What follows belongs to an exercise in optimizing a design on an open flow for small area, a short achievable clock period and few clock cycles per item; a production flow would make more cautious choices. Only simulation tests tie the RTL to the original design; equivalence was not proved. Power and IR drop assume default switching activity.

==> job 7210: inputs <==
// contone_block_enc
module contone_block_enc (
    input  wire       clk,
    input  wire       rst,           
    input  wire       in_valid,
    output wire       in_ready,
    input  wire [7:0] in_cur,        
    input  wire [7:0] in_prev,       
    input  wire       in_sol,        
    output wire       out_valid,
    input  wire       out_ready,
    output wire [7:0] out_data,
    output wire       out_last       
);
clock: 17.0 ns
lec_check: 0
cap_margin: 20
core_margin: 2
core_utilization: 40
slew_margin: 20
standard.sh (not shown) runs the stock make flow with config.mk's settings and CLKGATE_MAP_FILE= SYNTH_SCRIPT=/design/flow/synth_recipe.tcl, a recipe that flattens the netlist after the stock synthesis.
==> flow/flow/run.sh <==
#!/bin/bash
# Standard layout, with timing repair aimed at a shorter period than the
# clock's (the clock and all constraints are unchanged), gate sizing not
# tied to the cell footprint, and larger clock-sink clusters.
set -euo pipefail
bash standard.sh SETUP_SLACK_MARGIN=12.3 MATCH_CELL_FOOTPRINT=0 CTS_CLUSTER_SIZE=24 CTS_CLUSTER_DIAMETER=100 finish > standard_flow.log 2>&1
==> inputs of job 1572, as changes to job 7210 <==
--- a/flow/design.v
+++ b/flow/design.v
@@ -8,14 +8,14 @@
     input  wire       in_sol,        
     output wire       out_valid,
     input  wire       out_ready,
     output wire [7:0] out_data,
     output wire       out_last       
 );
-    localparam integer T  = 16;          
-    localparam integer WS = 65;          
+    localparam integer T  = 13;          
+    localparam integer WS = 63;          
     localparam integer L  = WS + T;      
     function [7:0] zz;                   
         input [7:0] e;
         zz = {e[6:0], 1'b0} ^ {8{e[7]}};
     endfunction
     function [31:0] res4;
@@ -116,14 +116,15 @@
                 2'd2: pred = sum[8:1];
                 default: pred = (nw >= w && nw >= n) ? ((w < n) ? w : n) :
                                 (nw <= w && nw <= n) ? ((w < n) ? n : w) : g;
             endcase
         end
     endfunction
-    reg        in_ready_r;
+    reg        in_ready_n;           
     reg        in_ready_p;           
+    wire       in_ready_r = !in_ready_n;
     reg        r_v, r_sol, r_rebase;
     reg [7:0]  r_cur, r_prev;
     assign in_ready = in_ready_p;
     wire       acc_now = in_valid && in_ready_r;
     wire       empty_now;
     always @(posedge clk) begin
@@ -140,13 +141,13 @@
         for (ri = 1; ri < L; ri = ri + 1)
             ring[ri] <= ring[ri-1];
     end
     reg [7:0]  lc, lp;                
     reg [5:0]  ccnt;
     reg        cpar;                  
-    reg [15:0] w0q [0:1];             
+    reg        solq [0:1];            
     reg [31:0] zr;                    
     reg        z_v, z_first, z_last;
     wire [7:0]  c_w  = r_sol ? r_prev : lc;
     wire [7:0]  c_nw = r_sol ? r_prev : lp;
     wire [31:0] c_e  = res4(r_cur, c_w, r_prev, c_nw);
     always @(posedge clk) begin
@@ -155,13 +156,13 @@
         z_first <= (ccnt == 6'd0);
         z_last  <= (ccnt == 6'd63);
         if (r_v) begin
             lc <= r_cur;
             lp <= r_prev;
         end
-        if (r_v && ccnt == 6'd0) w0q[cpar] <= {c_w, c_nw};
+        if (r_v && ccnt == 6'd0) solq[cpar] <= r_sol;
         if (rst) begin
             z_v  <= 1'b0;
             ccnt <= 6'd0;
             cpar <= 1'b0;
         end else begin
             z_v <= r_v;
@@ -178,12 +179,15 @@
         reg   [9:0] s;
         begin
             q = z >> k;
             f = (q >= 8'd24) ? 5'd31 - {2'd0, k} : q[4:0];
             s = {1'b0, base} + {5'd0, f};
             cost_step = s[9] ? 9'h1FF : s[8:0];
+            if (k >= 3'd3) cost_step[8]   = 1'b1;
+            if (k >= 3'd5) cost_step[7]   = 1'b1;
+            if (k >= 3'd6) cost_step[6]   = 1'b1;
         end
     endfunction
     reg [8:0] acc [0:27];
     reg       a_done;
     integer   ap, ak;
     always @(posedge clk) begin
@@ -238,59 +242,69 @@
                        (bcost <= 9'd504) ? K_CODED : K_ESC;
         end
         if (rst)       pd_v <= 1'b0;
         else if (t2_v) pd_v <= 1'b1;
         else if (take) pd_v <= 1'b0;
     end
-    localparam [1:0] E_IDLE = 2'd0, E_READ = 2'd2;
+    localparam [1:0] E_IDLE = 2'd0, E_LAST = 2'd1, E_READ = 2'd2;
     reg  [1:0]  es;
     reg  [1:0]  eb_kind, eb_p;
     reg  [2:0]  eb_k;
     reg         rpar;                
     reg  [5:0]  ecnt;                
     reg  [6:0]  rp;                  
-    reg         e0_v, e0_hdr, e0_esc, e0_b, e0_end;
-    reg  [2:0]  e0_k;
-    reg  [7:0]  e0_hval;
-    reg  [7:0]  ac, an, bc, bn, pa, pb;   
+    reg         e0_v, e0_hdr, e0_b, e0_end;
+    reg  [7:0]  ac, bc, pa, pb;      
+    reg  [7:0]  ln;                  
+    wire        e0_esc   = (eb_kind == K_ESC);
+    wire [7:0]  e0_hval  = (eb_kind == K_ZERO)  ? {2'b01, eb_p, 4'b0000} :
+                           (eb_kind == K_CODED) ? {2'b00, eb_p, 1'b0, eb_k} : 8'hC0;
     reg         e1_v, e1_b, e1_raw, e1_end, e1_sh;
     reg  [2:0]  e1_k;
     reg  [7:0]  e1_va, e1_vb;
     reg         sa_v, sa_lg, sa_end, sb_v, sb_lg, sb_end, s_both;
     reg  [4:0]  sa_p1, sa_len, sb_p1, sb_len, sab_len;
     reg  [15:0] sa_code, sb_code, sab_code;
     reg  [23:0] a_acc;
     reg  [4:0]  a_n;
     reg         a_flush;             
-    reg         o_v, o_l, s_v, s_l;
-    reg  [7:0]  o_d, s_d;
+    reg         o_v, s_v, s_l, ho_l;
+    reg  [7:0]  s_d, ho_d;
+    reg         po_v, po_l;
+    reg  [7:0]  po_d;
+    wire        o_load   = !o_v || out_ready;
+    wire        o_l_n    = s_v ? s_l : pop_last;
+    wire [7:0]  o_d_n    = s_v ? s_d : a_acc[23:16];
     wire        pop      = !s_v && (a_n >= 5'd8 || (a_flush && a_n != 5'd0));
     wire        pop_last = a_flush && a_n <= 5'd8;
     wire [4:0]  n_pop    = !pop ? a_n : (a_n >= 5'd8 ? a_n - 5'd8 : 5'd0);
     wire        flush_stay = a_flush && !(pop && pop_last);
-    wire        push     = sa_v && !flush_stay && n_pop <= 5'd8;
     wire [15:0] chunk    = sa_lg ? ~(16'hFFFF >> sa_p1) : s_both ? sab_code : sa_code;
     wire [4:0]  chunk_n  = sa_lg ? sa_p1 : s_both ? sab_len : sa_len;
+    wire [5:0]  n_plus   = {1'b0, a_n} + {1'b0, chunk_n};
+    wire        fits     = !pop ? n_plus <= 6'd24 :
+                           (a_n >= 5'd8) ? n_plus <= 6'd32 : 1'b1;
+    wire        push     = sa_v && !flush_stay && fits;
     wire        a_gone   = push && !sa_lg;                    
     wire        all_gone = a_gone && (s_both || !sb_v);       
     wire        end_sent = all_gone && (s_both ? sb_end : sa_end);
     wire [23:0] acc_pop  = pop ? {a_acc[15:0], 8'd0} : a_acc;
-    wire [23:0] acc_ins  = {chunk, 8'd0} >> n_pop;
+    wire [23:0] acc_ins  = {chunk, 8'd0} >> n_pop;    
     wire        c_load   = !sa_v || all_gone;
     wire        e1_free  = !e1_v || c_load;
     wire        e0_free  = !e0_v || e1_free;
     wire [26:0] code_a   = code_of(e1_raw, e1_va, e1_k);
     wire [26:0] code_b   = code_of(e1_raw, e1_vb, e1_k);
     wire [7:0]  q_a      = e1_va >> e1_k;
     wire [4:0]  ab_len   = e1_raw ? 5'd16 : code_a[20:16] + code_b[20:16];
     wire [15:0] ab_code  = e1_raw ? {e1_va, e1_vb} :
                            code_a[15:0] | ((code_b[15:0] >> ({2'd0, e1_k} + 5'd1)) >> q_a[2:0]);
     wire [7:0]  za       = zz(ac - pa);
     wire [7:0]  zb       = zz(bc - pb);
-    wire        sh_a     = {1'b0, za} < thr_8(e0_k);
-    wire        sh_b     = {1'b0, zb} < thr_8(e0_k);
+    wire        sh_a     = {1'b0, za} < thr_8(eb_k);
+    wire        sh_b     = {1'b0, zb} < thr_8(eb_k);
     reg  [T-1:0] win;                
     wire        in_win   = |win;
     reg  [15:0] rd_a, rd_b;
     integer     wi;
     always @(*) begin
         rd_a = 16'd0;
@@ -299,27 +313,28 @@
             rd_a = rd_a | ({16{win[wi]}} & ring[WS+wi]);
             rd_b = rd_b | ({16{win[wi]}} & ring[WS+wi-1]);
         end
     end
     wire        rd_go    = (es == E_READ) && e0_free && in_win;
     wire        rd_two   = ecnt != 6'd63;
-    wire [1:0]  nread    = !rd_go ? 2'd0 : rd_two ? 2'd2 : 2'd1;
+    wire        last_go  = (es == E_LAST) && in_win;
+    wire [1:0]  nread    = rd_go ? (rd_two ? 2'd2 : 2'd1) : {1'b0, last_go};
     wire        skip     = take && (pd_kind == K_ZERO);
-    wire [15:0] w0       = w0q[rpar];
-    wire [7:0]  rw_a     = (ecnt == 6'd0) ? w0[15:8] : e0_b ? bc : ac;
-    wire [7:0]  rnw_a    = (ecnt == 6'd0) ? w0[7:0]  : e0_b ? bn : an;
+    wire        sol_a    = (ecnt == 6'd0) && solq[rpar];
+    wire [7:0]  rw_a     = sol_a ? rd_a[7:0] : e0_b ? bc : ac;
+    wire [7:0]  rnw_a    = sol_a ? rd_a[7:0] : ln;
     assign take = (es == E_IDLE) && pd_v && e0_free;
     reg  [6:0]  occ;                 
     reg  [6:0]  ph;                  
     reg  [6:0]  freed;               
     wire [6:0]  occ_r    = occ + {6'd0, r_v} - freed;    
     assign      empty_now = (occ_r == 7'd0);
     wire        space_n  = (occ_r + {6'd0, in_ready_r} + 7'd1) <= L;
     wire [6:0]  rp_inc   = (rp == L - 1) ? 7'd0 : rp + 7'd1;
     wire [6:0]  rp_dec   = (rp == 7'd0) ? L - 1 : rp - 7'd1;
-    wire [6:0]  rp_skip  = (rp >= 7'd63) ? rp - 7'd63 : rp + (L - 63);
+    wire [6:0]  rp_skip  = (rp >= 7'd62) ? rp - 7'd62 : rp + (L - 62);
     reg  [T-1:0] win_skip;
     integer     wj;
     always @(*)
         for (wj = 0; wj < T; wj = wj + 1)
             win_skip[wj] = (rp_skip == wj);
     always @(posedge clk) begin
@@ -359,58 +374,58 @@
             e1_b   <= e0_b && !e0_hdr;
             e1_raw <= e0_hdr || e0_esc;
             e1_va  <= e0_hdr ? e0_hval : e0_esc ? ac : za;
             e1_vb  <= e0_esc ? bc : zb;
             e1_end <= e0_end;
             e1_sh  <= e0_hdr || e0_esc || (sh_a && sh_b);
-            e1_k   <= e0_k;
+            e1_k   <= eb_k;
         end
         if (e0_free) e0_v <= 1'b0;
         if (take) begin
             eb_kind <= pd_kind;
             eb_p    <= pd_p;
             eb_k    <= pd_k;
             e0_v    <= 1'b1;
             e0_hdr  <= 1'b1;
-            e0_b    <= 1'b0;
             e0_end  <= (pd_kind == K_ZERO);
-            e0_hval <= (pd_kind == K_ZERO)  ? {2'b01, pd_p, 4'b0000} :
-                       (pd_kind == K_CODED) ? {2'b00, pd_p, 1'b0, pd_k} : 8'hC0;
-            e0_k    <= pd_k;
             ecnt    <= 6'd0;
-            if (pd_kind == K_ZERO)
+            if (pd_kind == K_ZERO) begin
                 rpar <= !rpar;
-            else
+                es   <= E_LAST;
+            end else
                 es   <= E_READ;
         end
+        if (last_go) begin
+            ac   <= rd_a[15:8];
+            ln   <= rd_a[7:0];
+            e0_b <= 1'b0;
+            es   <= E_IDLE;
+        end
         if (rd_go) begin
             pa       <= pred(eb_p, rw_a, rd_a[7:0], rnw_a);
             pb       <= pred(eb_p, rd_a[15:8], rd_b[7:0], rd_a[7:0]);
             ac       <= rd_a[15:8];
-            an       <= rd_a[7:0];
+            ln       <= rd_two ? rd_b[7:0] : rd_a[7:0];
             bc       <= rd_b[15:8];
-            bn       <= rd_b[7:0];
             e0_v     <= 1'b1;
             e0_hdr   <= 1'b0;
             e0_b     <= rd_two;
-            e0_esc   <= (eb_kind == K_ESC);
             e0_end   <= !rd_two || ecnt == 6'd62;
-            e0_k     <= eb_k;
             ecnt     <= ecnt + (rd_two ? 6'd2 : 6'd1);
             if (!rd_two || ecnt == 6'd62) begin
                 rpar <= !rpar;
                 es   <= E_IDLE;
             end
         end
-        freed <= skip ? 7'd64 : {5'd0, nread};
+        freed <= skip ? 7'd63 : {5'd0, nread};
         occ   <= occ_r;
         if (acc_now)          ph <= 7'd0;
         else if (ph == L - 1) ph <= 7'd0;
         else                  ph <= ph + 7'd1;
-        in_ready_r <= space_n && (acc_now || ph == L - 1 || (empty_now && !r_v));
-        in_ready_p <= space_n && ((in_valid && in_ready_p) || ph == L - 1 || (empty_now && !r_v));
+        in_ready_n <= !(space_n && (acc_now || ph == L - 1 || (empty_now && !r_v)));
+        in_ready_p <= space_n && (acc_now || ph == L - 1 || (empty_now && !r_v));
         if (r_rebase) begin
             rp  <= L - WS;                       
             win <= {T{1'b0}};
         end else if (skip) begin
             rp  <= rp_skip;
             win <= win_skip;
@@ -418,23 +433,23 @@
             rp  <= rp_dec;
             win <= {rp == T, win[T-1:1]};
         end else if (nread == 2'd0) begin
             rp  <= rp_inc;
             win <= {win[T-2:0], rp == L - 1};
         end
-        if (!o_v || out_ready) begin
+        po_v <= !rst && (o_load ? (s_v || pop) : o_v);
+        po_l <= o_load ? o_l_n : !ho_l;
+        po_d <= o_load ? o_d_n : ~ho_d;
+        if (o_load) begin
+            ho_l <= !o_l_n;
+            ho_d <= ~o_d_n;
             if (s_v) begin
                 o_v <= 1'b1;
-                o_d <= s_d;
-                o_l <= s_l;
                 s_v <= 1'b0;
-            end else begin
+            end else
                 o_v <= pop;
-                o_d <= a_acc[23:16];
-                o_l <= pop_last;
-            end
         end else if (pop) begin
             s_v <= 1'b1;
             s_d <= a_acc[23:16];
             s_l <= pop_last;
         end
         if (rst) begin
@@ -451,14 +466,14 @@
             s_v        <= 1'b0;
             occ        <= 7'd0;
             freed      <= 7'd0;
             ph         <= 7'd0;
             rp         <= 7'd0;
             win        <= {{(T-1){1'b0}}, 1'b1};
-            in_ready_r <= 1'b1;
+            in_ready_n <= 1'b0;
             in_ready_p <= 1'b1;
         end
     end
-    assign out_valid = o_v;
-    assign out_data  = o_d;
-    assign out_last  = o_l;
+    assign out_valid = po_v;
+    assign out_data  = po_d;
+    assign out_last  = po_l;
 endmodule
==> flow/flow/run.sh (replaced) <==
#!/bin/bash
# Standard layout, with timing repair aimed at a shorter period than the
# clock's (the clock and all constraints are unchanged), gate sizing not
# tied to the cell footprint, and larger clock-sink clusters.
set -euo pipefail
bash standard.sh SETUP_SLACK_MARGIN=12.45 MATCH_CELL_FOOTPRINT=0 CTS_CLUSTER_SIZE=24 CTS_CLUSTER_DIAMETER=100 finish > standard_flow.log 2>&1
==> inputs of job 313, as changes to job 7210 <==
--- a/flow/design.v
+++ b/flow/design.v
@@ -140,13 +140,13 @@
         for (ri = 1; ri < L; ri = ri + 1)
             ring[ri] <= ring[ri-1];
     end
     reg [7:0]  lc, lp;                
     reg [5:0]  ccnt;
     reg        cpar;                  
-    reg [15:0] w0q [0:1];             
+    reg        solq [0:1];            
     reg [31:0] zr;                    
     reg        z_v, z_first, z_last;
     wire [7:0]  c_w  = r_sol ? r_prev : lc;
     wire [7:0]  c_nw = r_sol ? r_prev : lp;
     wire [31:0] c_e  = res4(r_cur, c_w, r_prev, c_nw);
     always @(posedge clk) begin
@@ -155,13 +155,13 @@
         z_first <= (ccnt == 6'd0);
         z_last  <= (ccnt == 6'd63);
         if (r_v) begin
             lc <= r_cur;
             lp <= r_prev;
         end
-        if (r_v && ccnt == 6'd0) w0q[cpar] <= {c_w, c_nw};
+        if (r_v && ccnt == 6'd0) solq[cpar] <= r_sol;
         if (rst) begin
             z_v  <= 1'b0;
             ccnt <= 6'd0;
             cpar <= 1'b0;
         end else begin
             z_v <= r_v;
@@ -178,12 +178,15 @@
         reg   [9:0] s;
         begin
             q = z >> k;
             f = (q >= 8'd24) ? 5'd31 - {2'd0, k} : q[4:0];
             s = {1'b0, base} + {5'd0, f};
             cost_step = s[9] ? 9'h1FF : s[8:0];
+            if (k >= 3'd3) cost_step[8]   = 1'b1;
+            if (k >= 3'd5) cost_step[7]   = 1'b1;
+            if (k >= 3'd6) cost_step[6]   = 1'b1;
         end
     endfunction
     reg [8:0] acc [0:27];
     reg       a_done;
     integer   ap, ak;
     always @(posedge clk) begin
@@ -238,34 +241,41 @@
                        (bcost <= 9'd504) ? K_CODED : K_ESC;
         end
         if (rst)       pd_v <= 1'b0;
         else if (t2_v) pd_v <= 1'b1;
         else if (take) pd_v <= 1'b0;
     end
-    localparam [1:0] E_IDLE = 2'd0, E_READ = 2'd2;
+    localparam [1:0] E_IDLE = 2'd0, E_LAST = 2'd1, E_READ = 2'd2;
     reg  [1:0]  es;
     reg  [1:0]  eb_kind, eb_p;
     reg  [2:0]  eb_k;
     reg         rpar;                
     reg  [5:0]  ecnt;                
     reg  [6:0]  rp;                  
-    reg         e0_v, e0_hdr, e0_esc, e0_b, e0_end;
-    reg  [2:0]  e0_k;
-    reg  [7:0]  e0_hval;
-    reg  [7:0]  ac, an, bc, bn, pa, pb;   
+    reg         e0_v, e0_hdr, e0_b, e0_end;
+    reg  [7:0]  ac, bc, pa, pb;      
+    reg  [7:0]  ln;                  
+    wire        e0_esc   = (eb_kind == K_ESC);
+    wire [7:0]  e0_hval  = (eb_kind == K_ZERO)  ? {2'b01, eb_p, 4'b0000} :
+                           (eb_kind == K_CODED) ? {2'b00, eb_p, 1'b0, eb_k} : 8'hC0;
     reg         e1_v, e1_b, e1_raw, e1_end, e1_sh;
     reg  [2:0]  e1_k;
     reg  [7:0]  e1_va, e1_vb;
     reg         sa_v, sa_lg, sa_end, sb_v, sb_lg, sb_end, s_both;
     reg  [4:0]  sa_p1, sa_len, sb_p1, sb_len, sab_len;
     reg  [15:0] sa_code, sb_code, sab_code;
     reg  [23:0] a_acc;
     reg  [4:0]  a_n;
     reg         a_flush;             
-    reg         o_v, o_l, s_v, s_l;
-    reg  [7:0]  o_d, s_d;
+    reg         o_v, s_v, s_l, ho_l;
+    reg  [7:0]  s_d, ho_d;
+    reg         po_v, po_l;
+    reg  [7:0]  po_d;
+    wire        o_load   = !o_v || out_ready;
+    wire        o_l_n    = s_v ? s_l : pop_last;
+    wire [7:0]  o_d_n    = s_v ? s_d : a_acc[23:16];
     wire        pop      = !s_v && (a_n >= 5'd8 || (a_flush && a_n != 5'd0));
     wire        pop_last = a_flush && a_n <= 5'd8;
     wire [4:0]  n_pop    = !pop ? a_n : (a_n >= 5'd8 ? a_n - 5'd8 : 5'd0);
     wire        flush_stay = a_flush && !(pop && pop_last);
     wire        push     = sa_v && !flush_stay && n_pop <= 5'd8;
     wire [15:0] chunk    = sa_lg ? ~(16'hFFFF >> sa_p1) : s_both ? sab_code : sa_code;
@@ -283,14 +293,14 @@
     wire [7:0]  q_a      = e1_va >> e1_k;
     wire [4:0]  ab_len   = e1_raw ? 5'd16 : code_a[20:16] + code_b[20:16];
     wire [15:0] ab_code  = e1_raw ? {e1_va, e1_vb} :
                            code_a[15:0] | ((code_b[15:0] >> ({2'd0, e1_k} + 5'd1)) >> q_a[2:0]);
     wire [7:0]  za       = zz(ac - pa);
     wire [7:0]  zb       = zz(bc - pb);
-    wire        sh_a     = {1'b0, za} < thr_8(e0_k);
-    wire        sh_b     = {1'b0, zb} < thr_8(e0_k);
+    wire        sh_a     = {1'b0, za} < thr_8(eb_k);
+    wire        sh_b     = {1'b0, zb} < thr_8(eb_k);
     reg  [T-1:0] win;                
     wire        in_win   = |win;
     reg  [15:0] rd_a, rd_b;
     integer     wi;
     always @(*) begin
         rd_a = 16'd0;
@@ -299,27 +309,28 @@
             rd_a = rd_a | ({16{win[wi]}} & ring[WS+wi]);
             rd_b = rd_b | ({16{win[wi]}} & ring[WS+wi-1]);
         end
     end
     wire        rd_go    = (es == E_READ) && e0_free && in_win;
     wire        rd_two   = ecnt != 6'd63;
-    wire [1:0]  nread    = !rd_go ? 2'd0 : rd_two ? 2'd2 : 2'd1;
+    wire        last_go  = (es == E_LAST) && in_win;
+    wire [1:0]  nread    = rd_go ? (rd_two ? 2'd2 : 2'd1) : {1'b0, last_go};
     wire        skip     = take && (pd_kind == K_ZERO);
-    wire [15:0] w0       = w0q[rpar];
-    wire [7:0]  rw_a     = (ecnt == 6'd0) ? w0[15:8] : e0_b ? bc : ac;
-    wire [7:0]  rnw_a    = (ecnt == 6'd0) ? w0[7:0]  : e0_b ? bn : an;
+    wire        sol_a    = (ecnt == 6'd0) && solq[rpar];
+    wire [7:0]  rw_a     = sol_a ? rd_a[7:0] : e0_b ? bc : ac;
+    wire [7:0]  rnw_a    = sol_a ? rd_a[7:0] : ln;
     assign take = (es == E_IDLE) && pd_v && e0_free;
     reg  [6:0]  occ;                 
     reg  [6:0]  ph;                  
     reg  [6:0]  freed;               
     wire [6:0]  occ_r    = occ + {6'd0, r_v} - freed;    
     assign      empty_now = (occ_r == 7'd0);
     wire        space_n  = (occ_r + {6'd0, in_ready_r} + 7'd1) <= L;
     wire [6:0]  rp_inc   = (rp == L - 1) ? 7'd0 : rp + 7'd1;
     wire [6:0]  rp_dec   = (rp == 7'd0) ? L - 1 : rp - 7'd1;
-    wire [6:0]  rp_skip  = (rp >= 7'd63) ? rp - 7'd63 : rp + (L - 63);
+    wire [6:0]  rp_skip  = (rp >= 7'd62) ? rp - 7'd62 : rp + (L - 62);
     reg  [T-1:0] win_skip;
     integer     wj;
     always @(*)
         for (wj = 0; wj < T; wj = wj + 1)
             win_skip[wj] = (rp_skip == wj);
     always @(posedge clk) begin
@@ -359,52 +370,52 @@
             e1_b   <= e0_b && !e0_hdr;
             e1_raw <= e0_hdr || e0_esc;
             e1_va  <= e0_hdr ? e0_hval : e0_esc ? ac : za;
             e1_vb  <= e0_esc ? bc : zb;
             e1_end <= e0_end;
             e1_sh  <= e0_hdr || e0_esc || (sh_a && sh_b);
-            e1_k   <= e0_k;
+            e1_k   <= eb_k;
         end
         if (e0_free) e0_v <= 1'b0;
         if (take) begin
             eb_kind <= pd_kind;
             eb_p    <= pd_p;
             eb_k    <= pd_k;
             e0_v    <= 1'b1;
             e0_hdr  <= 1'b1;
-            e0_b    <= 1'b0;
             e0_end  <= (pd_kind == K_ZERO);
-            e0_hval <= (pd_kind == K_ZERO)  ? {2'b01, pd_p, 4'b0000} :
-                       (pd_kind == K_CODED) ? {2'b00, pd_p, 1'b0, pd_k} : 8'hC0;
-            e0_k    <= pd_k;
             ecnt    <= 6'd0;
-            if (pd_kind == K_ZERO)
+            if (pd_kind == K_ZERO) begin
                 rpar <= !rpar;
-            else
+                es   <= E_LAST;
+            end else
                 es   <= E_READ;
         end
+        if (last_go) begin
+            ac   <= rd_a[15:8];
+            ln   <= rd_a[7:0];
+            e0_b <= 1'b0;
+            es   <= E_IDLE;
+        end
         if (rd_go) begin
             pa       <= pred(eb_p, rw_a, rd_a[7:0], rnw_a);
             pb       <= pred(eb_p, rd_a[15:8], rd_b[7:0], rd_a[7:0]);
             ac       <= rd_a[15:8];
-            an       <= rd_a[7:0];
+            ln       <= rd_two ? rd_b[7:0] : rd_a[7:0];
             bc       <= rd_b[15:8];
-            bn       <= rd_b[7:0];
             e0_v     <= 1'b1;
             e0_hdr   <= 1'b0;
             e0_b     <= rd_two;
-            e0_esc   <= (eb_kind == K_ESC);
             e0_end   <= !rd_two || ecnt == 6'd62;
-            e0_k     <= eb_k;
             ecnt     <= ecnt + (rd_two ? 6'd2 : 6'd1);
             if (!rd_two || ecnt == 6'd62) begin
                 rpar <= !rpar;
                 es   <= E_IDLE;
             end
         end
-        freed <= skip ? 7'd64 : {5'd0, nread};
+        freed <= skip ? 7'd63 : {5'd0, nread};
         occ   <= occ_r;
         if (acc_now)          ph <= 7'd0;
         else if (ph == L - 1) ph <= 7'd0;
         else                  ph <= ph + 7'd1;
         in_ready_r <= space_n && (acc_now || ph == L - 1 || (empty_now && !r_v));
         in_ready_p <= space_n && ((in_valid && in_ready_p) || ph == L - 1 || (empty_now && !r_v));
@@ -418,23 +429,23 @@
             rp  <= rp_dec;
             win <= {rp == T, win[T-1:1]};
         end else if (nread == 2'd0) begin
             rp  <= rp_inc;
             win <= {win[T-2:0], rp == L - 1};
         end
-        if (!o_v || out_ready) begin
+        po_v <= !rst && (o_load ? (s_v || pop) : o_v);
+        po_l <= o_load ? o_l_n : !ho_l;
+        po_d <= o_load ? o_d_n : ~ho_d;
+        if (o_load) begin
+            ho_l <= !o_l_n;
+            ho_d <= ~o_d_n;
             if (s_v) begin
                 o_v <= 1'b1;
-                o_d <= s_d;
-                o_l <= s_l;
                 s_v <= 1'b0;
-            end else begin
+            end else
                 o_v <= pop;
-                o_d <= a_acc[23:16];
-                o_l <= pop_last;
-            end
         end else if (pop) begin
             s_v <= 1'b1;
             s_d <= a_acc[23:16];
             s_l <= pop_last;
         end
         if (rst) begin
@@ -455,10 +466,10 @@
             rp         <= 7'd0;
             win        <= {{(T-1){1'b0}}, 1'b1};
             in_ready_r <= 1'b1;
             in_ready_p <= 1'b1;
         end
     end
-    assign out_valid = o_v;
-    assign out_data  = o_d;
-    assign out_last  = o_l;
+    assign out_valid = po_v;
+    assign out_data  = po_d;
+    assign out_last  = po_l;
 endmodule
==> flow/flow/run.sh (replaced) <==
#!/bin/bash
# Standard layout, with timing repair aimed at a shorter period than the
# clock's (the clock and all constraints are unchanged), gate sizing not
# tied to the cell footprint, and larger clock-sink clusters.
set -euo pipefail
bash standard.sh SETUP_SLACK_MARGIN=12.6 MATCH_CELL_FOOTPRINT=0 CTS_CLUSTER_SIZE=24 CTS_CLUSTER_DIAMETER=100 finish > standard_flow.log 2>&1
==> comparison table <==
quantity	job 7210	job 313	job 1572
Power consumed by sequential cells	5480 µW	5300 µW	5150 µW
Global-route met2 utilization	0.2988	0.3047	0.2998
GR Layer Usage met3	0.02395	0.02193	0.02625
Worst slack after detailed placement	10.46 ns	11.19 ns	11.38 ns
Sequential cell fraction of total power	0.542	0.544	0.535
Antenna violations before repair	4	6	2
Cells after synthesis	7702	7367	7247
Compound-Gate Fraction of Synth Area	0.1368	0.1356	0.1326
Status	finished clean	finished clean	finished clean
Clock network fraction of design power	0.266	0.258	0.257
Logic depth of the worst setup path including buffers	1	1	18
Library cell contributing the largest single delay on the critical path	sky130_fd_sc_hd__edfxtp_1	sky130_fd_sc_hd__dfxtp_2	sky130_fd_sc_hd__mux4_2
Share of the clock period used by the worst path	0.2751	0.2672	0.2714
Skew-Pair Late Insertion Delay	0.77 ns	0.78 ns	0.79 ns
First-pass GRT wire length	304400 µm	288300 µm	283900 µm
Area fraction of the dominant cell type after synthesis	0.4392	0.4577	0.4479
Count of placed standard cells including taps	10193	9713	9568
Testbench counts of job 7210, summed over its fixed seeds: cycles 167,146, blocks 2,560.
Testbench counts of job 1572, summed over its fixed seeds: cycles 167,102, blocks 2,560.
Testbench counts of job 313, summed over its fixed seeds: cycles 167,146, blocks 2,560.

==> what the ideal ports hide <==
The results above use ideal ports. As a check the final layouts listed here were re-extracted and re-timed, cells and wires unchanged. Step 1 assumes that a clkbuf_16 drives the clock port and a buf_2 every other input. Step 2 adds t to the input delays and takes it off the output delays; t is the mean of the earliest and latest rising clock arrival at the registers after step 1. Input paths then give back, and output paths get back, about the clock's delay inside the block. Three values: ideal, step 1, step 2; two values: the first two.
run | t, ns | setup WS [ns] | hold WS [ns] | latest minus earliest clock arrival (ns) | pins driven straight from the clock port
job 7210 | 0.847 | 12.323 / 12.228 / 11.780 | 0.318 / 0.318 / 0.318 | 0.067 / 0.068 | 1
job 1572 | 0.839 | 12.386 / 12.317 / 12.002 | 0.294 / 0.294 / 0.294 | 0.071 / 0.071 | 1
job 313 | 0.831 | 12.457 / 12.361 / 11.998 | 0.290 / 0.290 / 0.290 | 0.100 / 0.099 | 1
After both steps every run listed still meets setup and hold. For job 7210, which loses most, drivers alone change the setup slack by -0.095 ns; drivers and shift together by -0.543 ns.
